From an optimization exercise on the open Yosys and OpenROAD flow, aimed at small area, a short achievable clock period and few clock cycles per item; shortcuts taken in it are not production practice. At most, simulation tests tie the RTL to the original design; equivalence was not proved.

## cmac_tag
module cmac_tag (
    input  wire         clk,
    input  wire         rst,           
    input  wire         in_valid,
    output wire         in_ready,
    input  wire         in_first,      
    input  wire         in_last,       
    input  wire [4:0]   in_nbytes,     
    input  wire [127:0] in_data,
    input  wire [127:0] key,
    output reg          tag_valid,
    output reg  [63:0]  tag
);
Settings: LEC_CHECK=0, CAP_MARGIN=20, CORE_MARGIN=2, CORE_UTILIZATION=40, CTS_CLUSTER_DIAMETER=70, CTS_CLUSTER_SIZE=24, GPL_ROUTABILITY_DRIVEN=0, PLACE_DENSITY=0.5, SETUP_SLACK_MARGIN=4.1, SLEW_MARGIN=20; clock period 10.0 ns.
standard.sh (not shown) runs the stock make flow with config.mk's settings and CLKGATE_MAP_FILE= SYNTH_SCRIPT=/design/flow/synth_recipe.tcl, a recipe that flattens the netlist after the stock synthesis.
==> flow/flow/run.sh <==
#!/bin/bash
# Layout flow: the standard flow (standard.sh), with synthesis run by
# flow/synth_custom.tcl, which maps logic with an area-recovering ABC script,
# and the port buffers made of buf_1 cells.
set -euo pipefail
cd "$(dirname "$0")/.."
W=$PWD
bash standard.sh SYNTH_SCRIPT=$W/flow/synth_custom.tcl \
  "BUFFER_PORTS_ARGS=-buffer_cell sky130_fd_sc_hd__buf_1" \
  finish > $W/flow_orfs.log 2>&1
==> flow/flow/abc_custom.script <==
strash
&get -n
&st
&dch
&nf -R 20 -p
&put
topo
stime -c
buffer -c
upsize -c
dnsize -c
==> flow/flow/synth_custom.tcl <==
# The standard flow's synthesis (synth_recipe.tcl) with one change: ABC maps with an
# area-recovering script instead of ORFS's abc_speed.script.
set ::custom_abc_script [file join [file dirname [file normalize [info script]]] abc_custom.script]
proc synth {args} { yosys synth -nofsm -noshare {*}$args }
proc abc {args} {
  set i [lsearch -exact $args -script]
  if { $i >= 0 } {
    set args [lreplace $args [expr {$i + 1}] [expr {$i + 1}] $::custom_abc_script]
  }
  yosys abc {*}$args
}
source $::env(SCRIPTS_DIR)/synth.tcl
# left out here: clear keep_hierarchy, flatten, clean up, hide names made inside functions, write 1_2_yosys.v
Testbench counts at the start, summed over its fixed seeds: cycles 16,804, messages 480.
Then changed:
CORE_UTILIZATION = 33   (was 40)
PLACE_DENSITY = 0.45   (was 0.5)
SETUP_SLACK_MARGIN = 4.3   (was 4.1)
First-iteration DRC count shrinks slightly.
Routed wire length is higher by a few percent.
Synthesized area does not change.
Die area climbs by about a fifth.
Sequential cell count stays the same.
Clock skew climbs by 0.021 ns.
Non-clock buffer count rose by 96.
Maximum frequency came out higher by a few percent.
Then changed:
CORE_UTILIZATION = 40   (was 33)
PLACE_DENSITY = 0.5   (was 0.45)
Outcome: Synthesized area does not change. Critical path depth shrinks by 1. Cell count shrinks by 5.3%. Count of clock-buffer cells in the layout shrinks by 17. Maximum frequency barely changes. Wire length shrinks by 5.5%. Register-to-register slack barely changes. Via count stays flat.

* * *

Another version of the RTL of cmac_tag (not shown whole).
Size in the first run: about 6900 cells after synthesis, ~330 I/O pins, roughly 0.058 sq mm of cells after synthesis.
Settings: LEC_CHECK=0, CAP_MARGIN=20, CORE_MARGIN=2, CORE_UTILIZATION=25, PLACE_DENSITY=0.4, SETUP_SLACK_MARGIN=3, SLEW_MARGIN=20; clock period 10.0 ns.
==> flow/flow/run.sh <==
#!/bin/bash
# Layout flow: the standard flow (standard.sh), with synthesis run by
# flow/synth_custom.tcl, which maps logic with an area-recovering ABC script.
set -euo pipefail
cd "$(dirname "$0")/.."
W=$PWD
bash standard.sh SYNTH_SCRIPT=$W/flow/synth_custom.tcl finish > $W/flow_orfs.log 2>&1
==> flow/flow/abc_custom.script <==
strash
&get -n
&st
&dch
&nf -R 1000
&put
topo
stime -c
buffer -c
upsize -c
dnsize -c
Scripts as last shown in full above: flow/flow/synth_custom.tcl
The baseline ran to the end with no violations.
Testbench counts at the start, summed over its fixed seeds: cycles 16,796, messages 480.
Then changed:
==> flow/flow/run.sh (replaced) <==
#!/bin/bash
# Layout flow: the standard flow (standard.sh), with synthesis run by
# flow/synth_custom.tcl, which maps logic with an area-recovering ABC script,
# and the port buffers made of buf_1 cells.
set -euo pipefail
cd "$(dirname "$0")/.."
W=$PWD
bash standard.sh SYNTH_SCRIPT=$W/flow/synth_custom.tcl \
  "BUFFER_PORTS_ARGS=-buffer_cell sky130_fd_sc_hd__buf_1" \
  finish > $W/flow_orfs.log 2>&1
==> flow/flow/abc_custom.script (replaced) <==
strash
&get -n
&st
&dch
&nf -R 100
&put
topo
stime -c
buffer -c
upsize -c
dnsize -c
--- a/flow/config.mk
+++ b/flow/config.mk
@@ -9,4 +9,4 @@
 export CORE_MARGIN = 2
-export CORE_UTILIZATION = 25
-export PLACE_DENSITY = 0.4
+export CORE_UTILIZATION = 50
+export PLACE_DENSITY = 0.6
 export SETUP_SLACK_MARGIN = 3
Synthesized cell count does not change.
Routed wire length drops by 16%.
Then changed:
==> flow/flow/run.sh (replaced) <==
#!/bin/bash
# Layout flow: the standard flow (standard.sh), with synthesis run by
# flow/synth_custom.tcl, which maps logic with an area-recovering ABC script.
set -euo pipefail
cd "$(dirname "$0")/.."
W=$PWD
bash standard.sh SYNTH_SCRIPT=$W/flow/synth_custom.tcl finish > $W/flow_orfs.log 2>&1
==> flow/flow/abc_custom.script (replaced) <==
strash
&get -n
&st
&dch
&nf -R 1000
&put
topo
stime -c
buffer -c
upsize -c
dnsize -c
--- a/flow/config.mk
+++ b/flow/config.mk
@@ -9,5 +9,5 @@
 export CORE_MARGIN = 2
-export CORE_UTILIZATION = 50
-export PLACE_DENSITY = 0.6
-export SETUP_SLACK_MARGIN = 3
+export CORE_UTILIZATION = 25
+export PLACE_DENSITY = 0.4
+export SETUP_SLACK_MARGIN = 5
 export SLEW_MARGIN = 20
=>
- wire length came out higher by a quarter to a third
- critical path depth grows by 9
- via count increases by roughly a tenth
- first-iteration DRC count came out lower by a quarter to a third

* * *

cmac_tag, a different RTL version from the one above (not shown whole).
Size in the first run: ~6900 cells after synthesis, about 330 I/O pins, ~59000 um2 of cells after synthesis.
export LEC_CHECK = 0
export CAP_MARGIN = 20
export CORE_MARGIN = 2
export CORE_UTILIZATION = 25
export PLACE_DENSITY = 0.4
export SLEW_MARGIN = 20
create_clock -name core_clock -period 10.0 [get_ports {clk}]
==> flow/flow/run.sh <==
#!/bin/bash
# Layout flow: the standard flow (standard.sh), with synthesis run by
# flow/synth_custom.tcl, which maps logic with an area-recovering ABC script.
set -euo pipefail
cd "$(dirname "$0")/.."
W=$PWD
bash standard.sh SYNTH_SCRIPT=$W/flow/synth_custom.tcl finish > $W/flow_orfs.log 2>&1
==> flow/flow/abc_custom.script <==
strash
&get -n
&st
&dch
&nf -R 1000
&put
topo
stime -c
buffer -c
upsize -c
dnsize -c
Scripts as last shown in full above: flow/flow/synth_custom.tcl
Rerun with:
==> flow/run.sh (new file) <==
#!/bin/bash
# synth_recipe.tcl (not shown) runs the flow's synth.tcl, then flattens the netlist and writes it again
# the make line also repeats each setting of config.mk as NAME=value (left out here)
make -C /OpenROAD-flow-scripts/flow DESIGN_CONFIG=/design/flow/config.mk WORK_HOME=/design/flow/orfs CLKGATE_MAP_FILE= SYNTH_SCRIPT=/design/flow/synth_recipe.tcl finish
removed: flow/flow/run.sh
removed: flow/flow/abc_custom.script
removed: flow/flow/synth_custom.tcl
removed: flow/standard.sh
Critical path depth went down by 6.
Area after synthesis went up by 36%.
Routed wire length went up by 56%.
Rerun with:
--- a/flow/config.mk
+++ b/flow/config.mk
@@ -10,3 +10,4 @@
 export CORE_UTILIZATION = 25
 export PLACE_DENSITY = 0.4
+export SETUP_SLACK_MARGIN = 3
 export SLEW_MARGIN = 20
After rerunning: The new run passed the timing, DRC and antenna checks. Hold slack stays flat. Core utilization goes up by 2.0 points. Cell area goes up by 7.1%.
No functional check of the RTL was part of any run of this note.

* * *

== run A ==
cmac_tag, a different RTL version from the one above (not shown whole).
Size: ~6100 cells after synthesis, roughly 590 flip-flops, roughly 330 I/O pins, roughly 58000 sq um of cells after synthesis.
==> flow/config.mk <==
export PLATFORM = sky130hd
export DESIGN_NAME = cmac_tag
export DESIGN_NICKNAME = cmac_tag
export VERILOG_FILES = /design/flow/design.v
export SDC_FILE = /design/flow/constraint.sdc
export NUM_CORES = 8
export LEC_CHECK = 0
export CAP_MARGIN = 20
export CORE_MARGIN = 2
export CORE_UTILIZATION = 50
export CTS_CLUSTER_DIAMETER = 70
export CTS_CLUSTER_SIZE = 24
export GPL_ROUTABILITY_DRIVEN = 0
export PLACE_DENSITY = 0.6
export SETUP_SLACK_MARGIN = 4.3
export SLEW_MARGIN = 20
==> flow/constraint.sdc <==
create_clock -name core_clock -period 10.0 [get_ports {clk}]
set_input_delay 2.0000 -clock core_clock [delete_from_list [all_inputs] [get_ports {clk}]]
set_output_delay 2.0000 -clock core_clock [all_outputs]
set_load 0.01 [all_outputs]
==> flow/flow/run.sh <==
#!/bin/bash
# Layout flow: the standard flow (standard.sh), with synthesis run by
# flow/synth_custom.tcl, which maps logic with an area-recovering ABC script,
# and the port buffers made of buf_1 cells.
set -euo pipefail
cd "$(dirname "$0")/.."
W=$PWD
bash standard.sh SYNTH_SCRIPT=$W/flow/synth_custom.tcl \
  "BUFFER_PORTS_ARGS=-buffer_cell sky130_fd_sc_hd__buf_1" \
  finish > $W/flow_orfs.log 2>&1
==> flow/flow/abc_custom.script <==
strash
&get -n
&st
&dch
&nf -p
&put
topo
stime -c
buffer -c
upsize -c
dnsize -c
==> flow/flow/synth_custom.tcl <==
# The standard flow's synthesis (synth_recipe.tcl) with one change: ABC maps with an
# area-recovering script instead of ORFS's abc_speed.script.
set ::custom_abc_script [file join [file dirname [file normalize [info script]]] abc_custom.script]
proc synth {args} { yosys synth -nofsm -noshare {*}$args }
proc abc {args} {
  set i [lsearch -exact $args -script]
  if { $i >= 0 } {
    set args [lreplace $args [expr {$i + 1}] [expr {$i + 1}] $::custom_abc_script]
  }
  yosys abc {*}$args
}
source $::env(SCRIPTS_DIR)/synth.tcl
# left out here: clear keep_hierarchy, flatten, clean up, hide names made inside functions, write 1_2_yosys.v
## Diff of input files: run B against run A
# run A
export LEC_CHECK = 0
export CAP_MARGIN = 20
export CORE_MARGIN = 2
export CORE_UTILIZATION = 50
export CTS_CLUSTER_DIAMETER = 70
export CTS_CLUSTER_SIZE = 24
export GPL_ROUTABILITY_DRIVEN = 0
export PLACE_DENSITY = 0.6
export SETUP_SLACK_MARGIN = 4.3
export SLEW_MARGIN = 20
create_clock -name core_clock -period 10.0 [get_ports {clk}]
# run B
export LEC_CHECK = 0
export CAP_MARGIN = 20
export CORE_MARGIN = 2
export CORE_UTILIZATION = 40
export CTS_CLUSTER_DIAMETER = 70
export CTS_CLUSTER_SIZE = 24
export GPL_ROUTABILITY_DRIVEN = 0
export PLACE_DENSITY = 0.5
export SETUP_SLACK_MARGIN = 4.3
export SLEW_MARGIN = 20
create_clock -name core_clock -period 10.0 [get_ports {clk}]
--- a/flow/flow/abc_custom.script
+++ b/flow/flow/abc_custom.script
@@ -4,3 +4,3 @@
 &dch
-&nf -p
+&nf -R 20 -p
 &put
### Flow results
Against run A as the reference, run B delivers a higher sum of buffers and inverters on the critical path.
Run B vs. run A: final non-filler cell area moved down; count of flip-flops and latches level.
Inputs modified between run B and run C:
# run B
export LEC_CHECK = 0
export CAP_MARGIN = 20
export CORE_MARGIN = 2
export CORE_UTILIZATION = 40
export CTS_CLUSTER_DIAMETER = 70
export CTS_CLUSTER_SIZE = 24
export GPL_ROUTABILITY_DRIVEN = 0
export PLACE_DENSITY = 0.5
export SETUP_SLACK_MARGIN = 4.3
export SLEW_MARGIN = 20
create_clock -name core_clock -period 10.0 [get_ports {clk}]
# run C
export LEC_CHECK = 0
export CAP_MARGIN = 20
export CORE_MARGIN = 2
export CORE_UTILIZATION = 50
export CTS_CLUSTER_DIAMETER = 70
export CTS_CLUSTER_SIZE = 24
export GPL_ROUTABILITY_DRIVEN = 0
export PLACE_DENSITY = 0.6
export SETUP_SLACK_MARGIN = 4.3
export SLEW_MARGIN = 20
create_clock -name core_clock -period 10.0 [get_ports {clk}]
Compared with run B, run C shows a higher normalized max-slew margin.
Re number of flops mapped to enable cells by yosys: no difference whatsoever between run C and run B.
Run comparison: run C cell at the slowest stage of the critical path sky130_fd_sc_hd__edfxtp_1; run B cell at the slowest stage of the critical path sky130_fd_sc_hd__dfxtp_4
[diff] first-pass GRT wire length, run C relative to run B: improvement
Number of fill cells in the layout: lower on run C
Global-route total usage across every layer is lower on run B
Summary — final instance count without filler cells, run C relative to run B: lower, by about 5.5%.
Number of vias in the routed layout in run C is 299 above run B.
Changes observed in run C relative to run B: met2 track demand over resource now sits higher; area inside the core boundary now sits lower.
No run of this note included a check of the RTL's function; only the layout flow was run.

-- re-timing with driven ports --
In the flow no input, the clock included, has a driving cell. The finished layouts below were timed again as built, in two steps.
Step 1 sets driving cells, clkbuf_16 on the clock port and buf_2 on the other inputs (assumed; they add their load-dependent delay and slew).
Step 2 also shifts input and output timing later by t, the mid clock arrival at the registers, as if the neighbouring blocks saw the same clock.
a / b / c = ideal / step 1 / step 2; a / b = the first two.
| run | t (ns) | slack for setup (ns) | worst data-port slew with drivers (ns) | pins driven straight from the clock port |
|---|---|---|---|---|
| the first run of note 1 | 0.803 | 4.187 / 4.187 / 4.187 | 0.25 | 1 |
| the second run of note 1 | 0.758 | 4.450 / 4.430 / 3.672 | 0.22 | 1 |
| the third run of note 1 | 0.808 | 4.442 / 4.442 / 4.251 | 0.23 | 1 |
| the first run of note 2 | 0.823 | 3.229 / 3.229 / 3.229 | 0.17 | 1 |
| the second run of note 2 | 0.730 | 3.248 / 3.248 / 3.248 | 0.18 | 1 |
| the third run of note 2 | 0.814 | 4.357 / 4.357 / 3.828 | 0.26 | 1 |
| the first run of note 3 | 0.766 | 2.030 / 2.030 / 2.030 | 0.26 | 1 |
| the second run of note 3 | 0.788 | 1.200 / 1.200 / 1.200 | 0.31 | 1 |
| the third run of note 3 | 0.816 | 3.064 / 3.064 / 2.920 | 0.39 | 1 |
| run A | 0.744 | 4.374 / 4.374 / 4.358 | 0.17 | 1 |
| run B | 0.787 | 4.469 / 4.469 / 3.908 | 0.20 | 1 |
| run C | 0.758 | 4.348 / 4.348 / 4.331 | 0.19 | 1 |
After both steps setup and hold are still met in every run listed. The setup slack of the second run of note 1, which loses most, moves by -0.020 ns with the drivers and by -0.778 ns with both steps.
